Background: an optimization exercise with open tools, aiming at small area, a short achievable clock period and few clock cycles. Do not read the settings as production practice.

==> flow/design.v (excerpt) <==
module ite_cmac (
    input  wire         clk,
    input  wire         rst,
    output reg          ready,
    input  wire         key_load,
    input  wire [255:0] key,
    output reg          kcv_valid,
    output wire [23:0]  kcv,
    input  wire         msg_start,
    input  wire [15:0]  tenant,
    input  wire [15:0]  ns,
    input  wire [63:0]  lba,
    input  wire [31:0]  zgen,
    input  wire [31:0]  key_id,
    input  wire         blk_valid,
    output reg          blk_ready,
    input  wire [127:0] blk_data,
    output reg          tag_valid,
    output wire [127:0] tag
);
    localparam [1:0] K_L   = 2'd0,     
                     K_KCV = 2'd1,     
                     K_MSG = 2'd2;     
    reg          busy;         
    reg          waiting;      
    reg          kstart;       
    reg          kcap;         
    reg          k1start;      
    reg  [1:0]   kind;
    reg  [3:0]   rnd;          
    reg          last;         
    reg  [8:0]   blk;          
    reg  [127:0] state;        
    reg  [255:0] key_r;        
    reg  [255:0] kw;           
    reg  [127:0] k1;           
    reg  [31:0]  kid;          
    function [7:0] xtime;
        input [7:0] b;
        xtime = {b[6:0], 1'b0} ^ (b[7] ? 8'h1b : 8'h00);
    endfunction
    function [15:0] le16;
        input [15:0] v;
        le16 = {v[7:0], v[15:8]};
    endfunction
    function [31:0] le32;
        input [31:0] v;
        le32 = {v[7:0], v[15:8], v[23:16], v[31:24]};
    endfunction
    function [63:0] le64;
        input [63:0] v;
        le64 = {le32(v[31:0]), le32(v[63:32])};
    endfunction
    genvar g;
    wire [31:0] kw_last = kw[31:0];
    wire [31:0] kw_sub;
    aes_sbox u_ks0 (.a(kw_last[31:24]), .y(kw_sub[31:24]));
    aes_sbox u_ks1 (.a(kw_last[23:16]), .y(kw_sub[23:16]));
    aes_sbox u_ks2 (.a(kw_last[15:8]),  .y(kw_sub[15:8]));
  ...
Size in the first run: about 6,500 cells after synthesis, roughly 710 I/O pins, ~0.063 mm^2 of cells after synthesis.
==> flow/config.mk <==
export PLATFORM = sky130hd
export DESIGN_NAME = ite_cmac
export DESIGN_NICKNAME = ite_cmac
export VERILOG_FILES = /design/flow/design.v
export SDC_FILE = /design/flow/constraint.sdc
export NUM_CORES = 4
export LEC_CHECK = 0
export CAP_MARGIN = 20
export CELL_PAD_IN_SITES_DETAIL_PLACEMENT = 0
export CELL_PAD_IN_SITES_GLOBAL_PLACEMENT = 0
export CORE_MARGIN = 2
export CORE_UTILIZATION = 50
export PLACE_DENSITY = 0.65
export SETUP_SLACK_MARGIN = 4.5
export SLEW_MARGIN = 20
export SYNTH_HIERARCHICAL = 1
==> flow/constraint.sdc <==
create_clock -name core_clock -period 10.0 [get_ports {clk}]
set_input_delay 2.0000 -clock core_clock [delete_from_list [all_inputs] [get_ports {clk}]]
set_output_delay 2.0000 -clock core_clock [all_outputs]
set_load 0.01 [all_outputs]
standard.sh (not shown) runs the stock make flow with config.mk's settings and CLKGATE_MAP_FILE= SYNTH_SCRIPT=/design/flow/synth_recipe.tcl, a recipe that flattens the netlist after the stock synthesis.
==> flow/flow/run.sh <==
#!/bin/bash
set -o pipefail
export BUFFER_PORTS_ARGS="-buffer_cell sky130_fd_sc_hd__buf_1"
bash standard.sh finish > standard_flow.log 2>&1
status=$?
echo "standard.sh exit status $status"
exit $status
Rerun with:
--- a/flow/design.v
+++ b/flow/design.v
@@ -344,41 +344,40 @@
     wire [127:0] hdr1 = {le32(kid), 96'h0};
     wire msg_blk_end = busy && last && (kind == K_MSG);
     wire want_data   = waiting || (msg_blk_end && (blk != 9'd0) && (blk != 9'd257));
     wire take_data   = want_data && blk_valid;
     wire take_hdr1   = msg_blk_end && (blk == 9'd0);
     wire take_hdr0   = ready && !key_load && msg_start;
     wire last_data   = (blk == 9'd256);    
-    wire         x_en   = ready || take_hdr1 || want_data || kstart || k1start;
-    wire         k1_sel = k1start || (want_data && last_data);
-    wire         w_en   = !want_data || blk_valid;
+    wire         x_en   = take_hdr0 || take_hdr1 || take_data || kstart || k1start;
+    wire         k1_sel = k1start || (take_data && last_data);
     wire         sel_mc = busy && !last;
     wire         sel_sr = busy && last;
-    wire [127:0] n_rk, n_rk0, n_k1, n_in, w_1, w_x, n_w, z_add;
+    wire [127:0] n_rk, n_rk0, n_k1, n_in, z_1, z_2, z_add;
     wire [127:0] y_n, state_nx;
     generate
         for (g = 0; g < 128; g = g + 1) begin : g_nx
             sbg_nand2 u_a (.a(busy),   .b(rk_cur[g]), .y(n_rk[g]));
             sbg_nand2 u_b (.a(x_en),   .b(rk0[g]),    .y(n_rk0[g]));
             sbg_nand2 u_c (.a(k1_sel), .b(k1[g]),     .y(n_k1[g]));
-            sbg_xor2  u_w1 (.a(n_rk0[g]), .b(n_k1[g]), .y(w_1[g]));
+            sbg_xor2 u_z1 (.a(n_rk[g]), .b(n_rk0[g]), .y(z_1[g]));
+            sbg_xor2 u_z2 (.a(z_1[g]),  .b(n_k1[g]),  .y(z_2[g]));
+            sbg_aoi222 u_y (.a(sel_mc), .b(mc[g]), .c(sel_sr), .d(sr[g]),
+                            .e(waiting), .f(state[g]), .y(y_n[g]));
             if (g >= 96) begin : g_h1
-                sbg_aoi222 u_d (.a(ready), .b(hdr0[g]), .c(want_data), .d(blk_data[g]),
+                sbg_aoi222 u_d (.a(take_hdr0), .b(hdr0[g]), .c(take_data), .d(blk_data[g]),
                                 .e(take_hdr1), .f(hdr1[g]), .y(n_in[g]));
-                sbg_xnor2  u_w2 (.a(w_1[g]), .b(n_in[g]), .y(w_x[g]));
+                sbg_xor2   u_z3 (.a(z_2[g]),  .b(n_in[g]),  .y(z_add[g]));
+                sbg_xnor2  u_z  (.a(y_n[g]), .b(z_add[g]), .y(state_nx[g]));
             end else begin : g_h0
-                sbg_ao22   u_d (.a(ready), .b(hdr0[g]), .c(want_data), .d(blk_data[g]),
+                sbg_ao22   u_d (.a(take_hdr0), .b(hdr0[g]), .c(take_data), .d(blk_data[g]),
                                 .y(n_in[g]));
-                sbg_xor2   u_w2 (.a(w_1[g]), .b(n_in[g]), .y(w_x[g]));
+                sbg_xor2   u_z3 (.a(z_2[g]),  .b(n_in[g]),  .y(z_add[g]));
+                sbg_xor2   u_z  (.a(y_n[g]), .b(z_add[g]), .y(state_nx[g]));
             end
-            sbg_nand2  u_g (.a(w_en), .b(w_x[g]), .y(n_w[g]));
-            sbg_xor2   u_z (.a(n_rk[g]), .b(n_w[g]), .y(z_add[g]));
-            sbg_aoi222 u_y (.a(sel_mc), .b(mc[g]), .c(sel_sr), .d(sr[g]),
-                            .e(waiting), .f(state[g]), .y(y_n[g]));
-            sbg_xnor2  u_n (.a(y_n[g]), .b(z_add[g]), .y(state_nx[g]));
         end
     endgenerate
     wire kw_reload = !busy || last;
     wire kw_keep   = !kw_reload;
     wire [127:0] L_dbl = {state[126:0], 1'b0} ^ (state[127] ? 128'h87 : 128'h0);
     wire [255:0] kw_in = {kw[127:0], kw_nx};
     wire [255:0] kw_d;
@@ -389,15 +388,15 @@
     endgenerate
     assign tag = state;
     assign kcv = {state[111:104], state[119:112], state[127:120]};
     always @(posedge clk) begin
         state <= state_nx;
         kw    <= kw_d;
         if (ready && key_load) key_r <= key;
-        if (ready) kid <= key_id;
+        if (take_hdr0) kid <= key_id;
         if (kcap) k1 <= L_dbl;
     end
     always @(posedge clk) begin
         if (rst) begin
             ready     <= 1'b1;
             busy      <= 1'b0;
             waiting   <= 1'b0;
Non-clock buffer count is lower by 14.
Routed wire length is lower by 5.8%.
Cell area is lower by 1.1%.
Utilization came out lower by 0.45 points.
Hold slack is about the same.
Final cell count goes down by 1.6%.
Clock-buffer cell count goes down by 1.
Function was not checked in any run of this note: the RTL went through the layout flow alone.

[re-timing with driven ports]
Ports are ideal in the flow. The routed layouts listed here were re-timed in OpenROAD.
Step 1 sets driving cells, clkbuf_16 on the clock port and buf_2 on the other inputs (assumed; they add their load-dependent delay and slew).
Step 2 adds t to the input delays and takes it off the output delays; t is the mean of the earliest and latest rising clock arrival at the registers after step 1. Input paths then give back, and output paths get back, about the clock's delay inside the block.
a / b / c = ideal / step 1 / step 2; a / b = the first two.
run | t (ns) | setup WS [ns] | clock arrival spread, ns | slew at the worst register clock pin (ns)
the first run | 0.797 | 4.553 / 4.553 / 4.553 | 0.053 / 0.053 | 0.07 / 0.07
the second run | 0.788 | 4.485 / 4.540 / 3.753 | 0.039 / 0.039 | 0.06 / 0.06
After both steps setup and hold are still met in every run listed. The setup slack of the second run, which loses most, moves by +0.055 ns with the drivers and by -0.732 ns with both steps.
